What follows belongs to an exercise in optimizing a design on an open flow for small area, a short achievable clock period and few clock cycles per item; a production flow would make more cautious choices. At most, simulation tests tie the RTL to the original design; equivalence was not proved.

==> maple: inputs <==
Design cmp_coder, start of the top module:
module cmp_coder (
    input  wire        clk,
    input  wire        rst,         
    input  wire [1:0]  cfg_fmt,     
    input  wire [1:0]  cfg_type,    
    input  wire        cfg_pred,    
    input  wire [2:0]  cfg_e,       
    input  wire        in_valid,
    output wire        in_ready,
    input  wire [15:0] in_pix,
    input  wire        in_last,
    output reg         out_valid,
    input  wire        out_ready,
    output reg  [31:0] out_data,
    output reg         out_last,
    output wire [15:0] res_len,     
    output wire [15:0] res_npix,    
    output wire [31:0] res_crc      
);
Settings: LEC_CHECK=0, CAP_MARGIN=20, CORE_MARGIN=2, CORE_UTILIZATION=60, CTS_CLUSTER_DIAMETER=60, CTS_CLUSTER_SIZE=30, SLEW_MARGIN=20; clock period 55.0 ns.
standard.sh (not shown) runs the stock make flow with config.mk's settings and CLKGATE_MAP_FILE= SYNTH_SCRIPT=/design/flow/synth_recipe.tcl, a recipe that flattens the netlist after the stock synthesis.
==> flow/flow/run.sh <==
#!/bin/bash
set -uo pipefail
export SETUP_SLACK_MARGIN=43
bash standard.sh > standard.log 2>&1
==> garnet: changes against maple <==
--- a/flow/design.v
+++ b/flow/design.v
@@ -49,17 +49,17 @@
             s0_last  <= in_last;
             s0_first <= first_exp;
             s0_i1    <= !first_exp && (cnt == 2'd1);
             if (accept) begin
                 first_exp <= in_last;
                 cnt       <= first_exp ? 2'd1 : (cnt == 2'd2) ? 2'd2 : cnt + 2'd1;
             end
         end
-        if (rdy && first_exp) begin
+        if (accept && first_exp) begin
             fmt_r  <= cfg_fmt;
             type_r <= cfg_type;
             pred_r <= cfg_pred;
             e_r    <= cfg_e;
         end
     end
     reg [15:0] x1, x2;        
     wire [15:0] x  = s0_pix & maxv;
Settings changed: CORE_UTILIZATION 60 to 40, CTS_CLUSTER_DIAMETER 60 to not set, CTS_CLUSTER_SIZE 30 to not set.
==> notes <==
Sequential cell count is the same in garnet and maple.
Of garnet and maple, maple has the higher setup slack (gap 0.057 ns).
First-iteration DRC count: garnet is lower than maple (16%).
In critical path depth, maple and garnet do not differ.
No functional check of the RTL was part of any run of this note.

---

==> inputs of build 13 <==
cmp_coder, a different RTL version from the one above (not shown whole).
clock: 55.0 ns
lec_check: 0
cap_margin: 20
core_margin: 2
core_utilization: 58
slew_margin: 20
==> flow/flow/run.sh <==
#!/bin/bash
set -uo pipefail
export SETUP_SLACK_MARGIN=43
export CTS_ARGS="-sink_clustering_enable -repair_clock_nets -sink_clustering_size 30 -sink_clustering_max_diameter 60 -dont_use_dummy_load -balance_levels"
bash standard.sh > standard.log 2>&1
==> inputs of trial 54, as changes to build 13 <==
--- a/flow/design.v
+++ b/flow/design.v
@@ -144,15 +144,14 @@
             s2_q     <= {s1_q[15:10], q2};
         end
     end
     reg signed [3:0] adj1, adj2;    
     reg [1:0]  ctx;                 
     reg [21:0] a_r [0:3];
     reg [5:0]  n_r [0:3];
-    reg [3:0]  cused;               
     reg [13:0] npix;
     wire [15:0] x3 = s1_v ? x2 : x1;
     wire signed [3:0] adjp = (s2_asel == 2'd0) ? 4'sd0 : (s2_asel == 2'd1) ? adj1 : adj2;
     wire signed [5:0] tt   = $signed({2'b00, s2_r}) + (s2_sgn ? -{{2{adjp[3]}}, adjp} : {{2{adjp[3]}}, adjp});
     wire        corr = (tt > $signed({3'b000, ee}));
     wire signed [5:0] sp   = corr ? tt - $signed({2'b00, w}) : tt;    
     wire signed [5:0] s    = s2_sgn ? -sp : sp;                       
@@ -173,16 +172,16 @@
         end
     end
     wire        qz   = all0[16];
     wire        incq = corr & ~s2_sgn;
     wire        decq = ~corr & s2_sgn & ~qz;
     wire [14:0] mhi  = s2_q[14:0] ^ (({15{incq}} & all1[14:0]) | ({15{decq}} & all0[14:0]));
     wire [15:0] m    = {mhi, corr ? s2_sgn : (s2_sgn & ~qz)};
-    wire [21:0] a_c = cused[ctx] ? a_r[ctx] : 22'd4;
-    wire [5:0]  n_c = cused[ctx] ? n_r[ctx] : 6'd1;
+    wire [21:0] a_c = a_r[ctx];
+    wire [5:0]  n_c = n_r[ctx];
     function lt6;
         input [5:0] a;
         input [5:0] b;
         integer i;
         reg r, e;
         begin
             r = 1'b0;
@@ -250,18 +249,21 @@
     reg [1:0]  s3_fmt;
     reg [15:0] s3_m;          
     reg [4:0]  s3_k;
     integer j3;
     always @(posedge clk) begin
         if (rst_r) begin
             s3_v <= 1'b0;
-            ctx   <= 2'd0;
-            adj1  <= 4'sd0;
-            adj2  <= 4'sd0;
-            cused <= 4'd0;
+            ctx  <= 2'd0;
+            adj1 <= 4'sd0;
+            adj2 <= 4'sd0;
+            for (j3 = 0; j3 < 4; j3 = j3 + 1) begin
+                a_r[j3] <= 22'd4;
+                n_r[j3] <= 6'd1;
+            end
         end else if (run) begin
             s3_v     <= s2_v;
             s3_last  <= s2_last;
             s3_first <= s2_first;
             s3_raw   <= is_raw;
             s3_fmt   <= fmt_r;
             s3_m     <= is_raw ? h : m;
@@ -272,26 +274,28 @@
                 npix  <= s2_first ? 14'd1 : npix + 14'd1;
                 adj2  <= adj1;
                 adj1  <= is_bnd ? adjn : 4'sd0;
                 ctx   <= (m == 16'd0) ? 2'd0 :
                          (m[15:2] == 14'd0 && !(m[1] && m[0])) ? 2'd1 :
                          (m[15:4] == 12'd0 && !(&m[3:0])) ? 2'd2 : 2'd3;
                 if (!is_raw) begin
-                    cused[ctx] <= 1'b1;
                     if (&n_c) begin
                         a_r[ctx] <= (a_c + {6'd0, m}) >> 1;
                         n_r[ctx] <= 6'd32;
                     end else begin
                         a_r[ctx] <= a_c + {6'd0, m};
                         n_r[ctx] <= n_c + 6'd1;
                     end
                 end
                 if (s2_last) begin
-                    ctx   <= 2'd0;
-                    cused <= 4'd0;
+                    ctx <= 2'd0;
+                    for (j3 = 0; j3 < 4; j3 = j3 + 1) begin
+                        a_r[j3] <= 22'd4;
+                        n_r[j3] <= 6'd1;
+                    end
                 end
             end
         end
     end
     assign res_npix = {2'b00, npix};
     wire [4:0] b4 = (s3_fmt == 2'd0) ? 5'd10 : (s3_fmt == 2'd1) ? 5'd12 : 5'd16;
     wire [15:0] mask4 = (s3_fmt == 2'd0) ? 16'h03FF : (s3_fmt == 2'd1) ? 16'h0FFF : 16'hFFFF;
==> flow/flow/run.sh (replaced) <==
#!/bin/bash
set -uo pipefail
export SETUP_SLACK_MARGIN=42.6
bash standard.sh > standard.log 2>&1
CORE_UTILIZATION = 55   (was 58)
CTS_CLUSTER_DIAMETER = 80   (was default)
CTS_CLUSTER_SIZE = 34   (was default)
==> inputs of trial 1, as changes to build 13 <==
==> flow/flow/run.sh (replaced) <==
#!/bin/bash
set -uo pipefail
export SETUP_SLACK_MARGIN=43
export CTS_ARGS="-sink_clustering_enable -repair_clock_nets -sink_clustering_size 34 -sink_clustering_max_diameter 80 -dont_use_dummy_load"
bash standard.sh > standard.log 2>&1
CORE_UTILIZATION = 55   (was 58)
==> comparison table <==
Post-synthesis xor/xnor area fraction: trial 54 11.2%; build 13 10.4%; trial 1 10.4%
Clock-pin slew of the registers on the worst-case setup and hold paths: trial 54 0.08 ns; build 13 0.08 ns; trial 1 0.11 ns
Cell count after synthesis: trial 54 3754; build 13 3605; trial 1 3605
Die height: trial 54 256 µm; build 13 246 µm; trial 1 253 µm
Utilization of the core after routing: trial 54 61.2%; build 13 64.9%; trial 1 60.7%
Area occupied by multi-input gates: trial 54 0.0212 mm²; build 13 0.0204 mm²; trial 1 0.0204 mm²
Placement Setup Slack: trial 54 41.62 ns; build 13 41.31 ns; trial 1 41.47 ns
Relative slew margins: trial 54 26.1%; build 13 28.9%; trial 1 27.6%
Initial detailed-routing violation count: trial 54 2417; build 13 2378; trial 1 2368
End of the worst register-to-register path: trial 54 s1_r[3]; build 13 s1_r[1]; trial 1 s1_r[3]
Non-clock inverter instance count of the final layout: trial 54 162; build 13 176; trial 1 174
Outcome: trial 54 no timing/DRC/antenna violations; build 13 no timing/DRC/antenna violations; trial 1 no timing/DRC/antenna violations
Worst setup path endpoint: trial 54 res_crc[18]; build 13 out_last; trial 1 res_npix[12]
Testbench counts of build 13, summed over its fixed seeds: cycles 138,779, pixels 137,713.
Testbench counts of trial 1, summed over its fixed seeds: cycles 138,779, pixels 137,713.
For trial 54, only the layout was checked, not whether the RTL still works.

---

==> run B: inputs <==
==> flow/design.v <==
module cmp_coder (
    input  wire        clk,
    input  wire        rst,         
    input  wire [1:0]  cfg_fmt,     
    input  wire [1:0]  cfg_type,    
    input  wire        cfg_pred,    
    input  wire [2:0]  cfg_e,       
    input  wire        in_valid,
    output wire        in_ready,
    input  wire [15:0] in_pix,
    input  wire        in_last,
    output reg         out_valid,
    input  wire        out_ready,
    output reg  [31:0] out_data,
    output reg         out_last,
    output wire [15:0] res_len,     
    output wire [15:0] res_npix,    
    output wire [31:0] res_crc      
);
    localparam [31:0] CRC_POLY = 32'h82F6_3B78;    
    reg        rst_r;        
    reg        run;          
    reg        rdy;          
    reg        pend;         
    reg        first_exp;    
    assign in_ready = rdy;
    wire accept = in_valid & rdy;
    reg [1:0] fmt_r;
    reg [1:0] type_r;
    reg       pred_r;
    reg [2:0] e_r;
    wire        is_raw = (type_r == 2'd1);
    wire        is_bnd = (type_r == 2'd3);
    wire [15:0] maxv   = (fmt_r == 2'd0) ? 16'h03FF : (fmt_r == 2'd1) ? 16'h0FFF : 16'hFFFF;
    wire [15:0] half   = (fmt_r == 2'd0) ? 16'h0200 : (fmt_r == 2'd1) ? 16'h0800 : 16'h8000;
    wire [2:0]  ee     = is_bnd ? e_r : 3'd0;           
    wire [3:0]  w      = {ee, 1'b1};                    
    reg        s0_v, s0_last, s0_first, s0_i1;
    reg [15:0] s0_pix;
    reg [1:0]  cnt;           
    always @(posedge clk) begin
        rst_r <= rst;
        if (rst_r) begin
            s0_v      <= 1'b0;
            first_exp <= 1'b1;
        end else if (run) begin
            s0_v     <= accept;
            s0_pix   <= in_pix;
            s0_last  <= in_last;
            s0_first <= first_exp;
            s0_i1    <= !first_exp && (cnt == 2'd1);
            if (accept) begin
                first_exp <= in_last;
                cnt       <= first_exp ? 2'd1 : (cnt == 2'd2) ? 2'd2 : cnt + 2'd1;
            end
        end
        if (rdy && first_exp) begin
            fmt_r  <= cfg_fmt;
            type_r <= cfg_type;
            pred_r <= cfg_pred;
            e_r    <= cfg_e;
        end
    end
    reg [15:0] x1, x2;        
    wire [15:0] x  = s0_pix & maxv;
    wire        i1 = s0_i1;
    wire [15:0] xp = s0_first ? half : (pred_r && !i1) ? x2 : x1;
    wire [1:0]  asel = s0_first ? 2'd0 : (pred_r && !i1) ? 2'd2 : 2'd1;
    wire [16:0] dd    = {1'b0, x} - {1'b0, xp};
    wire        sgn_c = (fmt_r == 2'd0) ? dd[9] : (fmt_r == 2'd1) ? dd[11] : dd[15];
    wire        sgn   = is_bnd ? dd[16] : sgn_c;
    wire [15:0] dabs  = (dd[15:0] ^ {16{sgn}}) + {15'd0, sgn};
    wire [15:0] mag   = is_bnd ? dabs : (dabs & maxv);
    function [5:0] dstep;
        input [3:0] r;
        input [1:0] bits;
        input [2:0] e;
        reg [5:0] t, w1, w2, w3;
        begin
            t  = {r, bits};
            w1 = {2'b00, e, 1'b1};
            w2 = {1'b0, e, 2'b10};
            w3 = {1'b0, e, 2'b10} + {2'b00, e, 1'b1};
            if (t >= w3)      dstep = {2'd3, t[3:0] - w3[3:0]};
            else if (t >= w2) dstep = {2'd2, t[3:0] - w2[3:0]};
            else if (t >= w1) dstep = {2'd1, t[3:0] - w1[3:0]};
            else              dstep = {2'd0, t[3:0]};
        end
    endfunction
    reg [3:0]  r1;
    reg [5:0]  q1;
    integer i;
    always @(*) begin
        r1 = 4'd0;
        for (i = 2; i >= 0; i = i - 1)
            {q1[2*i+1 -: 2], r1} = dstep(r1, mag[2*i+11 -: 2], ee);
    end
    reg        s1_v, s1_last, s1_first, s1_sgn;
    reg [1:0]  s1_asel;
    reg [3:0]  s1_r;
    reg [15:0] s1_q;          
    always @(posedge clk) begin
        if (rst_r) begin
            s1_v <= 1'b0;
        end else if (run) begin
            s1_v     <= s0_v;
            s1_last  <= s0_last;
            s1_first <= s0_first;
            s1_sgn   <= sgn;
            s1_asel  <= asel;
            s1_r     <= r1;
            s1_q     <= {q1, mag[9:0]};
            if (s0_v) begin
                x2  <= x1;
                x1  <= x;
            end
        end
    end
    reg [3:0]  r2;
    reg [9:0]  q2;
    always @(*) begin
        r2 = s1_r;
        for (i = 4; i >= 0; i = i - 1)
            {q2[2*i+1 -: 2], r2} = dstep(r2, s1_q[2*i+1 -: 2], ee);
    end
    reg        s2_v, s2_last, s2_first, s2_sgn;
    reg [1:0]  s2_asel;
    reg [3:0]  s2_r;
    reg [15:0] s2_q;
    always @(posedge clk) begin
        if (rst_r) begin
            s2_v <= 1'b0;
        end else if (run) begin
            s2_v     <= s1_v;
            s2_last  <= s1_last;
            s2_first <= s1_first;
            s2_sgn   <= s1_sgn;
            s2_asel  <= s1_asel;
            s2_r     <= r2;
            s2_q     <= {s1_q[15:10], q2};
        end
    end
    reg signed [3:0] adj1, adj2;    
    reg [1:0]  ctx;                 
    reg [21:0] a_r [0:3];
    reg [5:0]  n_r [0:3];
    reg [13:0] npix;
    wire [15:0] x3 = s1_v ? x2 : x1;
    wire signed [3:0] adjp = (s2_asel == 2'd0) ? 4'sd0 : (s2_asel == 2'd1) ? adj1 : adj2;
    wire signed [5:0] tt   = $signed({2'b00, s2_r}) + (s2_sgn ? -{{2{adjp[3]}}, adjp} : {{2{adjp[3]}}, adjp});
    wire        corr = (tt > $signed({3'b000, ee}));
    wire signed [5:0] sp   = corr ? tt - $signed({2'b00, w}) : tt;    
    wire signed [5:0] s    = s2_sgn ? -sp : sp;                       
    wire [15:0] hu  = x3 - {{10{s[5]}}, s};
    wire [15:0] top = ~x3 & maxv;                                     
    wire        lo  = !s[5] && (x3[15:3] == 13'd0) && (x3[2:0] < s[2:0]);
    wire        hi  = s[5] && (top[15:3] == 13'd0) && ({1'b0, top[2:0]} < -s[3:0]);
    wire [15:0] h   = lo ? 16'd0 : hi ? maxv : hu;
    wire signed [3:0] adjn = lo ? $signed(x3[3:0]) : hi ? $signed(x3[3:0] - maxv[3:0]) : s[3:0];
    wire [15:0] qp1 = s2_q + 16'd1;
    wire [15:0] qm1 = s2_q - 16'd1;
    wire        qz  = (s2_q == 16'd0);
    reg  [15:0] m;
    always @(*) begin
        if (!corr)
            m = (s2_sgn && !qz) ? {qm1[14:0], 1'b1} : {s2_q[14:0], 1'b0};
        else
            m = s2_sgn ? {s2_q[14:0], 1'b1} : {qp1[14:0], 1'b0};
    end
    wire [21:0] a_c = a_r[ctx];
    wire [5:0]  n_c = n_r[ctx];
    reg  [16:0] kok;
    integer kk;
    always @(*) begin
        for (kk = 0; kk <= 16; kk = kk + 1)
            kok[kk] = ((a_c >> (kk + 6)) == 22'd0) &&
                      ((((a_c >> kk) & 22'h3F) < {16'd0, n_c}) ||
                       ((((a_c >> kk) & 22'h3F) == {16'd0, n_c}) &&
                        ((a_c & ~(22'h3FFFFF << kk)) == 22'd0)));
    end
    reg  [4:0]  k;
    always @(*) begin
        k = 5'd16;
        for (kk = 16; kk >= 0; kk = kk - 1)
            if (kok[kk]) k = kk[4:0];
    end
    wire [4:0] b3 = (fmt_r == 2'd0) ? 5'd10 : (fmt_r == 2'd1) ? 5'd12 : 5'd16;
    function [31:0] zsh;
        input [31:0] c;
        input integer n;
        integer j;
        reg [31:0] cc;
        begin
            cc = c;
            for (j = 0; j < n; j = j + 1)
                cc = cc[0] ? ((cc >> 1) ^ CRC_POLY) : (cc >> 1);
            zsh = cc;
        end
    endfunction
    reg  [31:0] crc;          
    reg  [2:0]  cbits;        
    wire [31:0] crc_in = s2_first ? 32'd0 : crc;
    wire [2:0]  cb_in  = s2_first ? 3'd0 : cbits;
    wire [2:0]  cb_new = cb_in + b3[2:0];
    wire [31:0] u10 = zsh(crc_in ^ {16'd0, h}, 10);
    wire [31:0] u12 = zsh(u10, 2);
    wire [31:0] u14 = zsh(u12, 2);
    wire [31:0] u16 = zsh(u14, 2);
    wire [31:0] o32 = 32'hFFFF_FFFF;
    wire [4:0]  nsh = s2_last ? (b3 + {2'b00, 3'd0 - cb_new}) : b3;
    reg  [31:0] crc_new;
    always @(*) begin
        case (nsh)
            5'd10:   crc_new = u10 ^ zsh(o32, 10) ^ o32;
            5'd12:   crc_new = u12 ^ zsh(o32, 12) ^ o32;
            5'd14:   crc_new = u14 ^ zsh(o32, 14) ^ o32;
            default: crc_new = u16 ^ zsh(o32, 16) ^ o32;
        endcase
    end
    assign res_crc = crc;
    reg        s3_v, s3_last, s3_first, s3_raw;
    reg [1:0]  s3_fmt;
    reg [15:0] s3_m;          
    reg [4:0]  s3_k;
    integer j3;
    always @(posedge clk) begin
        if (rst_r) begin
            s3_v <= 1'b0;
            ctx  <= 2'd0;
            adj1 <= 4'sd0;
            adj2 <= 4'sd0;
            for (j3 = 0; j3 < 4; j3 = j3 + 1) begin
                a_r[j3] <= 22'd4;
                n_r[j3] <= 6'd1;
            end
        end else if (run) begin
            s3_v     <= s2_v;
            s3_last  <= s2_last;
            s3_first <= s2_first;
            s3_raw   <= is_raw;
            s3_fmt   <= fmt_r;
            s3_m     <= is_raw ? h : m;
            s3_k     <= k;
            if (s2_v) begin
                crc   <= crc_new;
                cbits <= cb_new;
                npix  <= s2_first ? 14'd1 : npix + 14'd1;
                adj2  <= adj1;
                adj1  <= is_bnd ? adjn : 4'sd0;
                ctx   <= (m == 16'd0) ? 2'd0 : (m <= 16'd2) ? 2'd1 : (m <= 16'd14) ? 2'd2 : 2'd3;
                if (!is_raw) begin
                    if (n_c == 6'd63) begin
                        a_r[ctx] <= (a_c + {6'd0, m}) >> 1;
                        n_r[ctx] <= 6'd32;
                    end else begin
                        a_r[ctx] <= a_c + {6'd0, m};
                        n_r[ctx] <= n_c + 6'd1;
                    end
                end
                if (s2_last) begin
                    ctx <= 2'd0;
                    for (j3 = 0; j3 < 4; j3 = j3 + 1) begin
                        a_r[j3] <= 22'd4;
                        n_r[j3] <= 6'd1;
                    end
                end
            end
        end
    end
    assign res_npix = {2'b00, npix};
    wire [4:0] b4 = (s3_fmt == 2'd0) ? 5'd10 : (s3_fmt == 2'd1) ? 5'd12 : 5'd16;
    wire [15:0] mask4 = (s3_fmt == 2'd0) ? 16'h03FF : (s3_fmt == 2'd1) ? 16'h0FFF : 16'hFFFF;
    wire [15:0] qv    = s3_m >> s3_k;
    wire        esc   = (qv >= 16'd24);
    reg  [16:0] ww;
    reg  [4:0]  uu;
    reg  [5:0]  clen;
    always @(*) begin
        if (s3_raw) begin
            ww   = {1'b0, ~s3_m & mask4};
            uu   = 5'd0;
            clen = {1'b0, b4};
        end else if (esc) begin
            ww   = {1'b0, ~s3_m & mask4};
            uu   = 5'd24;
            clen = 6'd24 + {1'b0, b4};
        end else begin
            ww   = {(~s3_m & ~(16'hFFFF << s3_k)), 1'b1};
            uu   = qv[4:0];
            clen = {1'b0, qv[4:0]} + 6'd1 + {1'b0, s3_k};
        end
    end
    reg [71:0] acc;           
    reg [6:0]  nbits;
    reg [15:0] nbytes;        
    reg        flushing;      
    wire        ins  = run && s3_v;
    wire [6:0]  sh   = nbits + {2'b00, uu};
    wire [87:0] clr  = {71'd0, (ins ? ww : 17'd0)} << sh;
    wire [87:0] accI = {16'hFFFF, acc} & ~clr;
    wire [6:0]  nbI  = nbits + (ins ? {1'b0, clen} : 7'd0);
    wire want      = flushing ? (nbits != 7'd0) : (nbits >= 7'd32);
    wire take      = want && (!out_valid || out_ready);
    wire take_last = flushing && (nbits <= 7'd32);
    wire [6:0]  nb_t  = take_last ? 7'd0 : nbI - 7'd32;
    wire [6:0]  nb_n  = take ? nb_t : nbI;
    wire        ov_n  = want || (out_valid && !out_ready);
    wire [6:0]  lsum  = {4'd0, nbits[2:0]} + {1'b0, clen} + (s3_last ? 7'd7 : 7'd0);
    assign res_len = nbytes;
    wire pend_n  = (run && s2_v && s2_last) ? 1'b1 :
                   (out_valid && out_ready && out_last) ? 1'b0 : pend;
    wire s0v_n   = run ? accept : s0_v;
    wire s1v_n   = run ? s0_v : s1_v;
    wire s2v_n   = run ? s1_v : s2_v;
    wire s2f_n   = run ? s1_first : s2_first;
    wire fexp_n  = accept ? in_last : first_exp;
    wire ok_t    = (nb_t <= 7'd32) || (nb_t <= 7'd48 && !ov_n);
    wire ok_k    = (nbI <= 7'd32) || (nbI <= 7'd48 && !ov_n);
    wire pack_ok = take ? ok_t : ok_k;
    wire hold3   = s2v_n && s2f_n && pend_n;
    wire run_n   = pack_ok && !hold3;
    wire rdy_n   = run_n && !(fexp_n && (s0v_n || s1v_n));
    always @(posedge clk) begin
        if (rst) begin
            run       <= 1'b0;
            rdy       <= 1'b0;
            out_valid <= 1'b0;
        end else if (rst_r) begin
            run       <= 1'b1;
            rdy       <= 1'b1;
            out_valid <= 1'b0;
        end else begin
            run       <= run_n;
            rdy       <= rdy_n;
            out_valid <= ov_n;
        end
        if (rst_r) begin
            acc      <= {72{1'b1}};
            nbits    <= 7'd0;
            flushing <= 1'b0;
            pend     <= 1'b0;
        end else begin
            acc      <= take ? {16'hFFFF, accI[87:32]} : accI[71:0];
            nbits    <= nb_n;
            pend     <= pend_n;
            if (ins && s3_last) flushing <= 1'b1;
            if (take && take_last) flushing <= 1'b0;
        end
        if (take) begin
            out_data <= take_last ? (acc[31:0] & ~(32'hFFFF_FFFF << nbits[5:0])) : acc[31:0];
            out_last <= take_last;
        end
        if (ins) begin
            nbytes <= (s3_first ? 16'd0 : nbytes) + {12'd0, lsum[6:3]};
        end
    end
endmodule
==> flow/flow/run.sh <==
#!/bin/bash
set -uo pipefail
export SETUP_SLACK_MARGIN=43
bash standard.sh > standard.log 2>&1
==> flow/standard.sh <==
#!/bin/bash
# synth_recipe.tcl (not shown) runs the flow's synth.tcl, then flattens the netlist and writes it again
# the make line also repeats each setting of config.mk as NAME=value (left out here)
make -C /OpenROAD-flow-scripts/flow DESIGN_CONFIG=/design/flow/config.mk WORK_HOME=/design/flow/orfs CLKGATE_MAP_FILE= SYNTH_SCRIPT=/design/flow/synth_recipe.tcl "${@:-finish}"
==> flow/config.mk <==
export PLATFORM = sky130hd
export DESIGN_NAME = cmp_coder
export DESIGN_NICKNAME = cmp_coder
export VERILOG_FILES = /design/flow/design.v
export SDC_FILE = /design/flow/constraint.sdc
export NUM_CORES = 4
export LEC_CHECK = 0
export CAP_MARGIN = 20
export CORE_MARGIN = 2
export CORE_UTILIZATION = 55
export CTS_CLUSTER_DIAMETER = 80
export CTS_CLUSTER_SIZE = 34
export SLEW_MARGIN = 20
==> flow/constraint.sdc <==
create_clock -name core_clock -period 55.0 [get_ports {clk}]
set_input_delay 11.0000 -clock core_clock [delete_from_list [all_inputs] [get_ports {clk}]]
set_output_delay 11.0000 -clock core_clock [all_outputs]
set_load 0.01 [all_outputs]
==> run F: changes against run B <==
--- a/flow/design.v
+++ b/flow/design.v
@@ -55,5 +55,5 @@
             end
         end
-        if (rdy && first_exp) begin
+        if (accept && first_exp) begin
             fmt_r  <= cfg_fmt;
             type_r <= cfg_type;
@@ -67,9 +67,10 @@
     wire [15:0] xp = s0_first ? half : (pred_r && !i1) ? x2 : x1;
     wire [1:0]  asel = s0_first ? 2'd0 : (pred_r && !i1) ? 2'd2 : 2'd1;
-    wire [16:0] dd    = {1'b0, x} - {1'b0, xp};
-    wire        sgn_c = (fmt_r == 2'd0) ? dd[9] : (fmt_r == 2'd1) ? dd[11] : dd[15];
-    wire        sgn   = is_bnd ? dd[16] : sgn_c;
-    wire [15:0] dabs  = (dd[15:0] ^ {16{sgn}}) + {15'd0, sgn};
-    wire [15:0] mag   = is_bnd ? dabs : (dabs & maxv);
+    wire [16:0] dpos = {1'b0, x} - {1'b0, xp};
+    wire [16:0] dneg = {1'b0, xp} - {1'b0, x};
+    wire        sgn_c = (fmt_r == 2'd0) ? dpos[9] : (fmt_r == 2'd1) ? dpos[11] : dpos[15];
+    wire        sgn   = is_bnd ? dpos[16] : sgn_c;
+    wire [15:0] mag   = is_bnd ? (dpos[16] ? dneg[15:0] : dpos[15:0])
+                               : ((sgn_c ? dneg[15:0] : dpos[15:0]) & maxv);
     function [5:0] dstep;
         input [3:0] r;
@@ -89,10 +90,10 @@
     endfunction
     reg [3:0]  r1;
-    reg [5:0]  q1;
+    reg [7:0]  q1;
     integer i;
     always @(*) begin
         r1 = 4'd0;
-        for (i = 2; i >= 0; i = i - 1)
-            {q1[2*i+1 -: 2], r1} = dstep(r1, mag[2*i+11 -: 2], ee);
+        for (i = 3; i >= 0; i = i - 1)
+            {q1[2*i+1 -: 2], r1} = dstep(r1, mag[2*i+9 -: 2], ee);
     end
     reg        s1_v, s1_last, s1_first, s1_sgn;
@@ -110,5 +111,5 @@
             s1_asel  <= asel;
             s1_r     <= r1;
-            s1_q     <= {q1, mag[9:0]};
+            s1_q     <= {q1, mag[7:0]};
             if (s0_v) begin
                 x2  <= x1;
@@ -118,8 +119,8 @@
     end
     reg [3:0]  r2;
-    reg [9:0]  q2;
+    reg [7:0]  q2;
     always @(*) begin
         r2 = s1_r;
-        for (i = 4; i >= 0; i = i - 1)
+        for (i = 3; i >= 0; i = i - 1)
             {q2[2*i+1 -: 2], r2} = dstep(r2, s1_q[2*i+1 -: 2], ee);
     end
@@ -138,5 +139,5 @@
             s2_asel  <= s1_asel;
             s2_r     <= r2;
-            s2_q     <= {s1_q[15:10], q2};
+            s2_q     <= {s1_q[15:8], q2};
         end
     end
@@ -185,42 +186,9 @@
             if (kok[kk]) k = kk[4:0];
     end
-    wire [4:0] b3 = (fmt_r == 2'd0) ? 5'd10 : (fmt_r == 2'd1) ? 5'd12 : 5'd16;
-    function [31:0] zsh;
-        input [31:0] c;
-        input integer n;
-        integer j;
-        reg [31:0] cc;
-        begin
-            cc = c;
-            for (j = 0; j < n; j = j + 1)
-                cc = cc[0] ? ((cc >> 1) ^ CRC_POLY) : (cc >> 1);
-            zsh = cc;
-        end
-    endfunction
-    reg  [31:0] crc;          
-    reg  [2:0]  cbits;        
-    wire [31:0] crc_in = s2_first ? 32'd0 : crc;
-    wire [2:0]  cb_in  = s2_first ? 3'd0 : cbits;
-    wire [2:0]  cb_new = cb_in + b3[2:0];
-    wire [31:0] u10 = zsh(crc_in ^ {16'd0, h}, 10);
-    wire [31:0] u12 = zsh(u10, 2);
-    wire [31:0] u14 = zsh(u12, 2);
-    wire [31:0] u16 = zsh(u14, 2);
-    wire [31:0] o32 = 32'hFFFF_FFFF;
-    wire [4:0]  nsh = s2_last ? (b3 + {2'b00, 3'd0 - cb_new}) : b3;
-    reg  [31:0] crc_new;
-    always @(*) begin
-        case (nsh)
-            5'd10:   crc_new = u10 ^ zsh(o32, 10) ^ o32;
-            5'd12:   crc_new = u12 ^ zsh(o32, 12) ^ o32;
-            5'd14:   crc_new = u14 ^ zsh(o32, 14) ^ o32;
-            default: crc_new = u16 ^ zsh(o32, 16) ^ o32;
-        endcase
-    end
-    assign res_crc = crc;
     reg        s3_v, s3_last, s3_first, s3_raw;
     reg [1:0]  s3_fmt;
     reg [15:0] s3_m;          
     reg [4:0]  s3_k;
+    reg [15:0] s3_h;
     integer j3;
     always @(posedge clk) begin
@@ -240,9 +208,8 @@
             s3_raw   <= is_raw;
             s3_fmt   <= fmt_r;
-            s3_m     <= is_raw ? h : m;
+            s3_m     <= m;
             s3_k     <= k;
+            s3_h     <= h;
             if (s2_v) begin
-                crc   <= crc_new;
-                cbits <= cb_new;
                 npix  <= s2_first ? 14'd1 : npix + 14'd1;
                 adj2  <= adj1;
@@ -270,4 +237,37 @@
     assign res_npix = {2'b00, npix};
     wire [4:0] b4 = (s3_fmt == 2'd0) ? 5'd10 : (s3_fmt == 2'd1) ? 5'd12 : 5'd16;
+    function [31:0] zsh;
+        input [31:0] c;
+        input integer n;
+        integer j;
+        reg [31:0] cc;
+        begin
+            cc = c;
+            for (j = 0; j < n; j = j + 1)
+                cc = cc[0] ? ((cc >> 1) ^ CRC_POLY) : (cc >> 1);
+            zsh = cc;
+        end
+    endfunction
+    reg  [31:0] crc;          
+    reg  [2:0]  cbits;        
+    wire [31:0] crc_in = s3_first ? 32'd0 : crc;
+    wire [2:0]  cb_in  = s3_first ? 3'd0 : cbits;
+    wire [2:0]  cb_new = cb_in + b4[2:0];
+    wire [31:0] u10 = zsh(crc_in ^ {16'd0, s3_h}, 10);
+    wire [31:0] u12 = zsh(u10, 2);
+    wire [31:0] u14 = zsh(u12, 2);
+    wire [31:0] u16 = zsh(u14, 2);
+    wire [31:0] o32 = 32'hFFFF_FFFF;
+    wire [4:0]  nsh = s3_last ? (b4 + {2'b00, 3'd0 - cb_new}) : b4;
+    reg  [31:0] crc_new;
+    always @(*) begin
+        case (nsh)
+            5'd10:   crc_new = u10 ^ zsh(o32, 10) ^ o32;
+            5'd12:   crc_new = u12 ^ zsh(o32, 12) ^ o32;
+            5'd14:   crc_new = u14 ^ zsh(o32, 14) ^ o32;
+            default: crc_new = u16 ^ zsh(o32, 16) ^ o32;
+        endcase
+    end
+    assign res_crc = crc;
     wire [15:0] mask4 = (s3_fmt == 2'd0) ? 16'h03FF : (s3_fmt == 2'd1) ? 16'h0FFF : 16'hFFFF;
     wire [15:0] qv    = s3_m >> s3_k;
@@ -278,5 +278,5 @@
     always @(*) begin
         if (s3_raw) begin
-            ww   = {1'b0, ~s3_m & mask4};
+            ww   = {1'b0, ~s3_h & mask4};
             uu   = 5'd0;
             clen = {1'b0, b4};
@@ -353,4 +353,6 @@
         if (ins) begin
             nbytes <= (s3_first ? 16'd0 : nbytes) + {12'd0, lsum[6:3]};
+            crc    <= crc_new;
+            cbits  <= cb_new;
         end
     end
==> flow/run.sh (new file) <==
#!/bin/bash
# synth_recipe.tcl (not shown) runs the flow's synth.tcl, then flattens the netlist and writes it again
# the make line also repeats each setting of config.mk as NAME=value (left out here)
make -C /OpenROAD-flow-scripts/flow DESIGN_CONFIG=/design/flow/config.mk WORK_HOME=/design/flow/orfs CLKGATE_MAP_FILE= SYNTH_SCRIPT=/design/flow/synth_recipe.tcl finish
--- a/flow/config.mk
+++ b/flow/config.mk
@@ -8,6 +8,4 @@
 export CAP_MARGIN = 20
 export CORE_MARGIN = 2
-export CORE_UTILIZATION = 55
-export CTS_CLUSTER_DIAMETER = 80
-export CTS_CLUSTER_SIZE = 34
+export CORE_UTILIZATION = 40
 export SLEW_MARGIN = 20
removed: flow/flow/run.sh
removed: flow/standard.sh
==> run M: changes against run B <==
--- a/flow/config.mk
+++ b/flow/config.mk
@@ -8,6 +8,6 @@
 export CAP_MARGIN = 20
 export CORE_MARGIN = 2
-export CORE_UTILIZATION = 55
-export CTS_CLUSTER_DIAMETER = 80
-export CTS_CLUSTER_SIZE = 34
+export CORE_UTILIZATION = 40
+export CTS_CLUSTER_DIAMETER = 70
+export CTS_CLUSTER_SIZE = 32
 export SLEW_MARGIN = 20
==> comparison <==
Run B finished clean. Run M passed the timing, DRC and antenna checks. Run F passed the timing, DRC and antenna checks.
In synthesized cell count, run M and run B do not differ.
The lowest worst setup slack belongs to run F, the highest to run B.
Between run M and run F, the lower worst hold slack is in run M (gap 0.0048 ns).
Against run M, the sequential cell count of run F is higher by 16.
Against run M, the core utilization of run F is higher by 0.083 points.
==> figures <==
| quantity | run F | run M | run B |
|---|---|---|---|
| Run status | no timing/DRC/antenna violations | no timing/DRC/antenna violations | no timing/DRC/antenna violations |
| Multi-input gates | 2,955 | 3,035 | 3,038 |
| Uppermost layer routed | met5 | met4 | met4 |
| Global routing met3 resource utilization | 2.69% | 3.00% | 3.72% |
| Instance count after placement with tap cells included | 4,947 | 5,015 | 4,687 |
| Number of buffers and inverters on the critical path | 4 | 1 | 1 |
| Post-synthesis compound-gate area fraction | 16.7% | 17.9% | 17.9% |
| Vertical die dimension | 304 um | 303 um | 259 um |
| Multi-input gate area in the final layout | 21,800 sq um | 22,200 sq um | 22,200 sq um |
Testbench counts of run F, summed over its fixed seeds: cycles 139,476, pixels 137,713.
No functional check of the RTL was part of run B and run M.

static timing again, ports no longer ideal:
How much do the figures lean on ideal ports? The routed layouts below were timed once more, with nothing changed but the port constraints. Step 1: set_driving_cell puts a clkbuf_16 on clk and a buf_2 on each other input, an assumption about the parent block. Step 2, shift: input delay + t, output delay - t, t = (earliest + latest rising clock arrival at the registers) / 2. This alone moves slack from input paths to output paths. Slacks: ideal ports / drivers / drivers and shift; pairs: ideal ports / drivers.
| run | shift t [ns] | setup WS [ns] | latest minus earliest clock arrival (ns) |
|---|---|---|---|
| maple | 0.657 | 42.780 / 42.711 / 42.450 | 0.041 / 0.041 |
| garnet | 0.684 | 42.723 / 42.661 / 42.385 | 0.054 / 0.053 |
| build 13 | 0.627 | 42.811 / 42.747 / 42.630 | 0.077 / 0.077 |
| trial 54 | 0.694 | 42.642 / 42.577 / 42.045 | 0.051 / 0.051 |
| trial 1 | 0.676 | 42.758 / 42.691 / 42.653 | 0.060 / 0.060 |
| run B | 0.676 | 42.761 / 42.695 / 42.416 | 0.031 / 0.032 |
| run F | 0.673 | 41.900 / 41.930 / 41.256 | 0.021 / 0.021 |
| run M | 0.655 | 42.642 / 42.576 / 42.488 | 0.053 / 0.053 |
After both steps setup and hold are still met in every run listed. For run F, which loses most, drivers alone change the setup slack by +0.030 ns; drivers and shift together by -0.644 ns.
